Context: an optimization exercise on an open-source flow, tuned for small area, a short achievable clock period and few clock cycles per item. The choices shown serve that exercise and are no tape-out recipe.
The RTL was checked by simulation tests, not by an equivalence proof against the original design.
Power is estimated from default activity; no workload was simulated.

## fz_policer_bank
module fz_policer_bank (
    input  wire        clk,
    input  wire        rst_n,
    input  wire        cmd_valid,
    output wire        cmd_ready,
    input  wire [1:0]  cmd_op,
    input  wire [1:0]  cmd_idx,
    input  wire [31:0] cmd_time,
    input  wire [13:0] cmd_len,
    input  wire [1:0]  cmd_color,
    input  wire        cmd_aware,
    input  wire [1:0]  cmd_tokens,
    input  wire        cmd_en,
    input  wire        cmd_mode,
    input  wire [15:0] cmd_cir,
    input  wire [15:0] cmd_xir,
    input  wire [15:0] cmd_cbs,
    input  wire [15:0] cmd_xbs,
    input  wire [7:0]  cmd_len_adj,
    output reg         rsp_valid,
    output reg  [1:0]  rsp_op,
    output reg  [1:0]  rsp_color,
    output reg  [1:0]  rsp_status,
    output wire [47:0] rsp_tc,
    output wire [47:0] rsp_tx,
    output reg  [31:0] rsp_last
);
==> flow/config.mk <==
export PLATFORM = sky130hd
export DESIGN_NAME = fz_policer_bank
export DESIGN_NICKNAME = fz_policer_bank
export VERILOG_FILES = /design/flow/design.v
export SDC_FILE = /design/flow/constraint.sdc
export NUM_CORES = 4
export LEC_CHECK = 0
export CAP_MARGIN = 20
export CORE_MARGIN = 2
export CORE_UTILIZATION = 60
export CTS_CLUSTER_DIAMETER = 100
export CTS_CLUSTER_SIZE = 24
export PLACE_DENSITY = 0.72
export SLEW_MARGIN = 20
==> flow/constraint.sdc <==
create_clock -name core_clock -period 26.0 [get_ports {clk}]
set_input_delay 5.2000 -clock core_clock [delete_from_list [all_inputs] [get_ports {clk}]]
set_output_delay 5.2000 -clock core_clock [all_outputs]
set_load 0.01 [all_outputs]
standard.sh (not shown) runs the stock make flow with config.mk's settings and CLKGATE_MAP_FILE= SYNTH_SCRIPT=/design/flow/synth_recipe.tcl, a recipe that flattens the netlist after the stock synthesis.
==> flow/flow/run.sh <==
#!/bin/bash
# Standard synthesis and layout, with timing repair aimed at a tighter setup slack
# and the smallest buffer on each port (the design's clock and constraints are
# unchanged).
set -euo pipefail
bash standard.sh synth > synth.log 2>&1
bash standard.sh SETUP_SLACK_MARGIN=19.65 BUFFER_PORTS_ARGS="-buffer_cell sky130_fd_sc_hd__buf_1" finish > layout.log 2>&1
Testbench counts at the start, summed over its fixed seeds: cycles 24,064, items 24,032.
Rerun with:
--- a/flow/design.v
+++ b/flow/design.v
@@ -138,68 +138,69 @@
                 cbs_q[i]  <= cbs1;
                 xbs_q[i]  <= xbs1;
                 adj_q[i]  <= adj1[6:0];
             end
         end
         if (!rst_n)
             cfg_v <= 4'd0;
         else if (v1 && set_ok)
             cfg_v <= cfg_v | sel1;
     end
-    reg        v2, rd2, we2, pol2, force2, mode2;
+    reg        v2, set2, rd2, we2, pol2, force2, mode2;
     reg [1:0]  op2, in2, st2;
     reg [3:0]  sel2;
     reg [26:0] rc2, rx2;    
     reg [15:0] bc2, bx2;
     reg [30:0] d2;
     reg [14:0] bl2;
     always @(posedge clk) begin
         v2    <= rst_n & v1;
         op2   <= op1;
         sel2  <= sel1;
         in2   <= in1;
         st2   <= is_set ? set_status : 2'd0;
+        set2  <= is_set;
         rd2   <= is_rd;
         we2   <= set_ok | pol_en;
         pol2  <= pol_en;
         force2 <= is_set & (tok1 == 2'd1);
         mode2 <= is_rd ? s_last[31] : s_mode;
         rc2   <= booth_enc(is_rd ? 16'd1 : s_cir);
         rx2   <= booth_enc(s_xir);
         d2    <= is_rd ? s_last[30:0] : d;
         bc2   <= !is_set ? s_cbs : (tok1 == 2'd0) ? bc_keep : (tok1 == 2'd1) ? cbs1 : 16'd0;
         bx2   <= !is_set ? s_xbs : (tok1 == 2'd0) ? bx_keep : (tok1 == 2'd1) ? xbs1 : 16'd0;
         bl2   <= b_len;
     end
     wire [46:0] pc = booth_mul(rc2, d2);
     wire [46:0] px = booth_mul(rx2, d2);
-    reg        v3, rd3, rd3n, we3, pol3, mode3, force3;    
+    reg        v3, set3, rd3, we3, pol3, mode3, force3;
     reg [1:0]  op3, in3, st3;
     reg [3:0]  sel3;
     reg [46:0] ac3, ax3;
     reg [29:0] cc3, cx3;
     reg [27:0] bb3;
     reg [3:0]  tok_v;
     reg [38:0] tc_q [0:3];
     reg [38:0] tx_q [0:3];
     reg [38:0] tc3, tx3;
     wire [38:0] n_tc, n_tx;
     wire fwd = v3 & we3 & (|(sel3 & sel2));
     wire [3:0] rsel2 = sel2 & tok_v;
     always @(posedge clk) begin
         v3    <= rst_n & v2;
         op3   <= op2;
         sel3  <= sel2;
         in3   <= in2;
         st3   <= st2;
+        set3  <= set2;
         rd3   <= rd2;
-        rd3n  <= ~rd2;
         we3   <= we2;
         pol3  <= pol2;
         mode3 <= mode2;
         force3 <= force2;
         ac3   <= pc;
         ax3   <= px;
         cc3   <= mul15625(bc2);
         cx3   <= mul15625(bx2);
         bb3   <= mul15625({1'b0, bl2});
         tc3   <= fwd ? n_tc : pick4(rsel2, tc_q[0], tc_q[1], tc_q[2], tc_q[3]);
@@ -221,22 +222,22 @@
     wire [40:0] os_x = tx41 ^ ax41 ^ ncx;
     wire [40:0] oc_x = (tx41 & ax41) | (tx41 & ncx) | (ax41 & ncx);
     wire [41:0] ov_c = {1'b0, os_c} + {oc_c, 1'b0};
     wire [41:0] ov_x = {1'b0, os_x} + {oc_x, 1'b0};
     wire        sat_c = big_c | ov_c[41];
     wire        sat_x = big_x | ov_x[41];
     wire [45:0] tc46 = {7'd0, tc3};
     wire [45:0] tx46 = {7'd0, tx3};
     wire [45:0] da_c = rd3 ? {tc3, 7'd0} : {7'd0, ac3[38:0]};
     wire [45:0] da_x = rd3 ? {tx3, 7'd0} : {7'd0, ax3[38:0]};
-    wire [45:0] nb_c = ~(rd3n ? {7'd0, b} : {5'd0, tc3, 2'd0});
-    wire [45:0] nb_x = ~(rd3n ? {7'd0, b} : {5'd0, tx3, 2'd0});
+    wire [45:0] nb_c = ~(rd3 ? {5'd0, tc3, 2'd0} : {7'd0, b});
+    wire [45:0] nb_x = ~(rd3 ? {5'd0, tx3, 2'd0} : {7'd0, b});
     wire [45:0] ds_c = tc46 ^ da_c ^ nb_c;
     wire [45:0] dc_c = (tc46 & da_c) | (tc46 & nb_c) | (da_c & nb_c);
     wire [45:0] ds_x = tx46 ^ da_x ^ nb_x;
     wire [45:0] dc_x = (tx46 & da_x) | (tx46 & nb_x) | (da_x & nb_x);
     wire [46:0] df_c = {1'b0, ds_c} + {dc_c, 1'b0} + 47'd1;
     wire [46:0] df_x = {1'b0, ds_x} + {dc_x, 1'b0} + 47'd1;
     wire [38:0] sum_c = tc3 + ac3[38:0];
     wire [38:0] sum_x = tx3 + ax3[38:0];
     wire [30:0] cmd_c = {1'b0, cc3} - {3'd0, bb3};
     wire [30:0] cmd_x = {1'b0, cx3} - {3'd0, bb3};
Via count rose by about 0.3%.
Sequential cell count fell by 1.
Hold slack hardly moves.
Power fell by about 0.8%.
Design area fell by 0.45%.
Worst setup slack gets worse by 18 ps.
Register-to-register slack gets better by 30 ps.
Synthesized cell count rose by about 0.8%.
First-iteration DRC count fell by 7.3%.
Sequential power fell by about 2%.
Combinational power rose by about 4%.
Routed wire length fell by about 2.4%.
Testbench counts after the change, summed over its fixed seeds: cycles 24,064, items 24,032.

Another version of the RTL of fz_policer_bank (not shown whole).
Size in the first run: roughly 9700 cells after synthesis, roughly 1400 flip-flops, ~270 I/O pins, roughly 0.10 mm² of cells after synthesis.
==> flow/config.mk <==
export PLATFORM = sky130hd
export DESIGN_NAME = fz_policer_bank
export DESIGN_NICKNAME = fz_policer_bank
export VERILOG_FILES = /design/flow/design.v
export SDC_FILE = /design/flow/constraint.sdc
export NUM_CORES = 4
export LEC_CHECK = 0
export CAP_MARGIN = 20
export CORE_MARGIN = 2
export CORE_UTILIZATION = 60
export CTS_CLUSTER_DIAMETER = 100
export CTS_CLUSTER_SIZE = 24
export PLACE_DENSITY = 0.72
export SLEW_MARGIN = 20
==> flow/constraint.sdc <==
create_clock -name core_clock -period 26.0 [get_ports {clk}]
set_input_delay 5.2000 -clock core_clock [delete_from_list [all_inputs] [get_ports {clk}]]
set_output_delay 5.2000 -clock core_clock [all_outputs]
set_load 0.01 [all_outputs]
==> flow/flow/run.sh <==
#!/bin/bash
# Standard synthesis and layout, with timing repair aimed at a tighter setup slack
# and the smallest buffer on each port (the design's clock and constraints are
# unchanged).
set -euo pipefail
bash standard.sh synth > synth.log 2>&1
bash standard.sh SETUP_SLACK_MARGIN=19.5 BUFFER_PORTS_ARGS="-buffer_cell sky130_fd_sc_hd__buf_1" finish > layout.log 2>&1
Testbench counts at the start, summed over its fixed seeds: cycles 24,064, items 24,032.
Then changed:
--- a/flow/design.v
+++ b/flow/design.v
@@ -61,26 +61,22 @@
                 m = ({32{e[3*k]}} & {1'b0, x}) | ({32{e[3*k+1]}} & {x, 1'b0});
                 acc = acc + ({14'd0, ~e[3*k+2], m ^ {32{e[3*k+2]}}} << (2*k)) + ({46'd0, e[3*k+2]} << (2*k));
             end
             booth_mul = acc;
         end
     endfunction
     function [38:0] pick4;
         input [3:0]  sel;
         input [38:0] w0, w1, w2, w3;
         pick4 = (w0 & {39{sel[0]}}) | (w1 & {39{sel[1]}}) | (w2 & {39{sel[2]}}) | (w3 & {39{sel[3]}});
     endfunction
-    function [45:0] mul125;
-        input [38:0] x;
-        mul125 = ({7'd0, x} << 7) - ({7'd0, x} << 2) + {7'd0, x};
-    endfunction
     reg        v1;
     reg [1:0]  op1, in1, tok1;
     reg [3:0]  sel1;     
     reg [31:0] t1;
     reg [13:0] len1;
     reg        en1, mode1;
     reg [15:0] cir1, xir1, cbs1, xbs1;
     reg [7:0]  adj1;
     always @(posedge clk) begin
         v1   <= rst_n & cmd_valid;
         op1  <= cmd_op;
@@ -213,47 +209,52 @@
     wire [38:0] cap_c = {cc3, 9'd0};
     wire [38:0] cap_x = {cx3, 9'd0};
     wire [38:0] b     = {bb3[27:0], 9'd0};
     wire [40:0] tc41 = {2'd0, tc3};
     wire [40:0] tx41 = {2'd0, tx3};
     wire [40:0] ac41 = {2'b0, ac3[38:0]};
     wire [40:0] ax41 = {2'b0, ax3[38:0]};
     wire        big_c = force3 | (|ac3[46:39]);
     wire        big_x = force3 | (|ax3[46:39]);
     wire [40:0] ncc  = ~{2'd0, cap_c};
     wire [40:0] ncx  = ~{2'd0, cap_x};
-    wire [40:0] nb   = ~{2'd0, b};
     wire [40:0] os_c = tc41 ^ ac41 ^ ncc;
     wire [40:0] oc_c = (tc41 & ac41) | (tc41 & ncc) | (ac41 & ncc);
     wire [40:0] os_x = tx41 ^ ax41 ^ ncx;
     wire [40:0] oc_x = (tx41 & ax41) | (tx41 & ncx) | (ax41 & ncx);
     wire [41:0] ov_c = {1'b0, os_c} + {oc_c, 1'b0};
     wire [41:0] ov_x = {1'b0, os_x} + {oc_x, 1'b0};
     wire        sat_c = big_c | ov_c[41];
     wire        sat_x = big_x | ov_x[41];
-    wire [40:0] ds_c = tc41 ^ ac41 ^ nb;
-    wire [40:0] dc_c = (tc41 & ac41) | (tc41 & nb) | (ac41 & nb);
-    wire [40:0] ds_x = tx41 ^ ax41 ^ nb;
-    wire [40:0] dc_x = (tx41 & ax41) | (tx41 & nb) | (ax41 & nb);
-    wire [41:0] df_c = {1'b0, ds_c} + {dc_c, 1'b0} + 42'd1;
-    wire [41:0] df_x = {1'b0, ds_x} + {dc_x, 1'b0} + 42'd1;
+    wire [45:0] tc46 = {7'd0, tc3};
+    wire [45:0] tx46 = {7'd0, tx3};
+    wire [45:0] da_c = rd3 ? {tc3, 7'd0} : {7'd0, ac3[38:0]};
+    wire [45:0] da_x = rd3 ? {tx3, 7'd0} : {7'd0, ax3[38:0]};
+    wire [45:0] nb_c = ~(rd3 ? {5'd0, tc3, 2'd0} : {7'd0, b});
+    wire [45:0] nb_x = ~(rd3 ? {5'd0, tx3, 2'd0} : {7'd0, b});
+    wire [45:0] ds_c = tc46 ^ da_c ^ nb_c;
+    wire [45:0] dc_c = (tc46 & da_c) | (tc46 & nb_c) | (da_c & nb_c);
+    wire [45:0] ds_x = tx46 ^ da_x ^ nb_x;
+    wire [45:0] dc_x = (tx46 & da_x) | (tx46 & nb_x) | (da_x & nb_x);
+    wire [46:0] df_c = {1'b0, ds_c} + {dc_c, 1'b0} + 47'd1;
+    wire [46:0] df_x = {1'b0, ds_x} + {dc_x, 1'b0} + 47'd1;
     wire [38:0] sum_c = tc3 + ac3[38:0];
     wire [38:0] sum_x = tx3 + ax3[38:0];
     wire [30:0] cmd_c = {1'b0, cc3} - {3'd0, bb3};
     wire [30:0] cmd_x = {1'b0, cx3} - {3'd0, bb3};
     wire [38:0] cmb_c = {cmd_c[29:0], 9'd0};
     wire [38:0] cmb_x = {cmd_x[29:0], 9'd0};
     wire        cge3  = ~cmd_c[30];
     wire        xge3  = ~cmd_x[30];
-    wire        ge_c  = sat_c ? cge3 : df_c[41];
-    wire        ge_x  = sat_x ? xge3 : df_x[41];
+    wire        ge_c  = sat_c ? cge3 : df_c[46];
+    wire        ge_x  = sat_x ? xge3 : df_x[46];
     wire [38:0] r_c   = sat_c ? cap_c : sum_c;
     wire [38:0] r_x   = sat_x ? cap_x : sum_x;
     wire [38:0] rb_c  = sat_c ? cmb_c : df_c[38:0];
     wire [38:0] rb_x  = sat_x ? cmb_x : df_x[38:0];
     reg [1:0] col;
     reg       deb_c, deb_x;
     always @(*) begin
         deb_c = 1'b0;
         deb_x = 1'b0;
         col   = RED;
         if (!mode3) begin
@@ -296,18 +297,18 @@
         if (!rst_n)
             tok_v <= 4'd0;
         else if (v3 && we3)
             tok_v <= tok_v | sel3;
     end
     reg  [45:0] rsp_tc_q, rsp_tx_q;
     always @(posedge clk) begin
         rsp_valid  <= rst_n & v3;
         rsp_op     <= op3;
         rsp_color  <= pol3 ? col : in3;
         rsp_status <= st3;
-        rsp_tc_q   <= mul125(tc3);
-        rsp_tx_q   <= mul125(tx3);
+        rsp_tc_q   <= df_c[45:0];
+        rsp_tx_q   <= df_x[45:0];
         rsp_last   <= {mode3, ac3[30:0]};
     end
     assign rsp_tc = {2'd0, rsp_tc_q};
     assign rsp_tx = {2'd0, rsp_tx_q};
 endmodule
Effect: Global-route usage went up by 1.8 points; setup slack is better by 0.017 ns; non-clock buffer count went down by 31; die area went down by 1.9%; count of clock-buffer cells in the layout went up by 3; design area went down by 2.8%.
Testbench counts after the change, summed over its fixed seeds: cycles 24,064, items 24,032.

what the ideal ports hide:
The results above use ideal ports. As a check the final layouts listed here were re-extracted and re-timed, cells and wires unchanged.
Step 1 assumes that a clkbuf_16 drives the clock port and a buf_2 every other input.
Step 2 moves the port delays by t, midway between the first and last clock arrival at a register: inputs arrive t later, outputs are due t later. That takes back most of the time a late clock gives input paths.
a / b / c = no drivers / after step 1 / after step 2; a / b = the first two.
| run | t (ns) | slack for setup (ns) | worst hold slack (ns) |
|---|---|---|---|
| the first run of note 1 | 0.834 | 19.567 / 19.479 / 19.674 | 0.334 / 0.334 / 0.334 |
| the second run of note 1 | 0.833 | 19.549 / 19.461 / 19.248 | 0.335 / 0.335 / 0.335 |
| the first run of note 2 | 0.854 | 19.523 / 19.431 / 19.447 | 0.328 / 0.328 / 0.328 |
| the second run of note 2 | 0.833 | 19.540 / 19.466 / 19.294 | 0.332 / 0.332 / 0.332 |
After both steps every run listed still meets setup and hold. For the second run of note 1, which loses most, drivers alone change the setup slack by -0.088 ns; drivers and shift together by -0.301 ns.
